From an optimization exercise on the open Yosys and OpenROAD flow, aimed at small area; shortcuts taken in it are not production practice. Where RTL was checked, it was by simulation tests only, not by an equivalence proof against the original.

== 03-05 ==
Design loop_engine, start of the top module:
module loop_engine (
    input  wire        clk,
    input  wire        rst_n,
    input  wire        cfg_we,
    input  wire [5:0]  cfg_addr,
    input  wire [15:0] cfg_wdata,
    input  wire        start,
    input  wire [19:0] vref,
    input  wire [19:0] vctl,
    input  wire [15:0] vin_sample,
    input  wire [15:0] ff_pred,
    input  wire [3:0]  n_active,
    input  wire        mem_dom,
    output wire        done,
    output wire [15:0] u_q,
    output wire [14:0] ipk,
    output wire [11:0] duty,
    output wire        sat_hi,
    output wire        sat_lo
);
Size in the first run: about 150 I/O pins, roughly 45000 um^2 of cells after synthesis.
Settings: LEC_CHECK=0, ABC_AREA=1, CAP_MARGIN=20, CORE_MARGIN=2, CORE_UTILIZATION=60, CTS_BUF_LIST=sky130_fd_sc_hd__clkbuf_8, CTS_CLUSTER_DIAMETER=60, CTS_CLUSTER_SIZE=16, SLEW_MARGIN=20; clock period 50.0 ns.
standard.sh (not shown) runs the stock make flow with config.mk's settings and CLKGATE_MAP_FILE= SYNTH_SCRIPT=/design/flow/synth_recipe.tcl, a recipe that flattens the netlist after the stock synthesis.
==> flow/flow/run.sh <==
#!/bin/bash
# The standard layout (the standard.sh: standard synthesis, floorplan,
# placement, CTS, routing), with one change: the buffers that placement puts
# on every input and output port are the smallest buffer cell, buf_1,
# instead of the cell buffer_ports picks by default.
set -o pipefail
export BUFFER_PORTS_ARGS="-buffer_cell sky130_fd_sc_hd__buf_1"
bash standard.sh > standard.log 2>&1
Input-level comparison between 04-02 and 03-05:
diff --git a/flow/design.v b/flow/design.v
--- a/flow/design.v
+++ b/flow/design.v
@@ -261,37 +261,39 @@
                    | ({16{sp3 & ffv_en}} & dvin);
     wire [32:0] mp;
     le_mul u_mul (.ma(ma), .mb(mb), .rb(sp2), .mp(mp));
     reg  [31:0] i_acc;
     wire [31:0] fl_i;
     wire        inc_up;
     le_shr u_shr (.p(mp[31:0]), .sh(ki_shift[3:1]), .f(fl_i), .up(inc_up));
     wire        inc_neg = fl_i[31] & !((&fl_i) & inc_up);
     wire [32:0] raw;
     le_add #(33) u_raw (.a({i_acc[31], i_acc}), .b({fl_i[31], fl_i}), .ci(inc_up), .s(raw), .co());
-    wire        dneg = cki ? inc_neg : raw[32];
     wire [17:0] lim18 = {3'b000, int_lim};
-    wire [17:0] c_r;
-    le_add #(18) u_cr (.a({raw[32], raw[32:16]}), .b(lim18 ^ {18{!dneg}}), .ci(!dneg & (|raw[15:0])),
-                       .s(c_r), .co());
-    wire beyond = c_r[17] ^ !dneg;
-    reg  iacc_oor;
+    wire [17:0] c_rh, c_rl;
+    le_add #(18) u_crh (.a({raw[32], raw[32:16]}), .b(~lim18), .ci(|raw[15:0]), .s(c_rh), .co());
+    le_add #(18) u_crl (.a({raw[32], raw[32:16]}), .b(lim18),  .ci(1'b0), .s(c_rl), .co());
+    wire raw_hi  = !c_rh[17];      
+    wire raw_lo  =  c_rl[17];      
+    reg  iacc_hi, iacc_lo;
     always @(posedge clk)
-        if (!(cki | c2 | c3 | c4 | c5))
-            iacc_oor <= beyond;
+        if (!(cki | c2 | c3 | c4 | c5)) begin
+            iacc_hi <= raw_hi;
+            iacc_lo <= raw_lo;
+        end
     wire [15:0] nlim;              
     le_add #(16) u_nlim (.a(~{1'b0, int_lim}), .b(16'd0), .ci(1'b1), .s(nlim), .co());
-    wire inr     = !iacc_oor;
-    wire sel_lp  = inr & !inc_neg & beyond;
-    wire sel_ln  = inr &  inc_neg & beyond;
-    wire sel_raw = inr ? !beyond : (i_acc[31] != inc_neg);
-    wire sel_old = !inr && (i_acc[31] == inc_neg);
+    wire inr     = !iacc_hi && !iacc_lo;
+    wire sel_lp  = inr & raw_hi;
+    wire sel_ln  = inr & raw_lo;
+    wire sel_raw = inr ? (!raw_hi && !raw_lo) : (iacc_hi == inc_neg);
+    wire sel_old = !inr && (iacc_hi != inc_neg);
     wire [31:0] i_new = ({32{sel_raw}} & raw[31:0])
                       | ({32{sel_old}} & i_acc)
                       | ({32{sel_lp}}  & {1'b0, int_lim, 16'd0})
                       | ({32{sel_ln}}  & {nlim, 16'd0});
     reg  [37:0] acc;
     wire [37:0] addend = ({38{sp3}} & {{4{mp[32]}}, mp, 1'b0})
                        | ({38{slot & !sp3}} & {mp[32], mp, 4'b0});
     wire [37:0] acc_sum;
     le_add #(38) u_acc (.a(acc), .b(addend), .ci(1'b0), .s(acc_sum), .co());
     always @(posedge clk) begin
==> summary.txt <==
- [04-02] multi-input logic portion of the cell area fell 0.49 points relative to 03-05
- 04-02 vs 03-05, post-route fraction of the period consumed by the critical path went down by 1.4 points.
- From 03-05 to 04-02 the numbers moved as follows: post-synthesis sequential element count now sits at about the same level, sequential cell area share did not really move.
- sky130_fd_sc_hd__nor2_4 as the master of the slowest instance on the critical path was reported by 04-02, and sky130_fd_sc_hd__fa_1 by 03-05.
- 04-02 finished end to end and its layout was clean on timing, DRC and antenna.
- Clock latency on the worst-skew pair | 04-02 above 03-05
- 04-02 vs 03-05, capturing element of the worst setup path: acc[32] vs i_acc[2]
- Diff 03-05 -> 04-02: wire length rose by 490 um, worst setup slack rose by 0.71 ns.
No functional check of the RTL was part of 03-05.

## afterwards: timing with drivers on the ports
How much do the figures lean on ideal ports? The routed layouts below were timed once more, with nothing changed but the port constraints.
Step 1 sets driving cells, clkbuf_16 on the clock port and buf_2 on the other inputs (assumed; they add their load-dependent delay and slew).
Step 2, shift: input delay + t, output delay - t, t = (earliest + latest rising clock arrival at the registers) / 2. This alone moves slack from input paths to output paths.
Slacks: no drivers / after step 1 / after step 2; pairs: no drivers / after step 1.
run | t (ns) | slack for setup (ns) | worst setup path at the end
03-05 | 0.756 | 13.505 / 13.505 / 13.505 | register to register
04-02 | 0.768 | 14.213 / 14.213 / 14.213 | register to register
After both steps setup and hold are still met in every run listed.
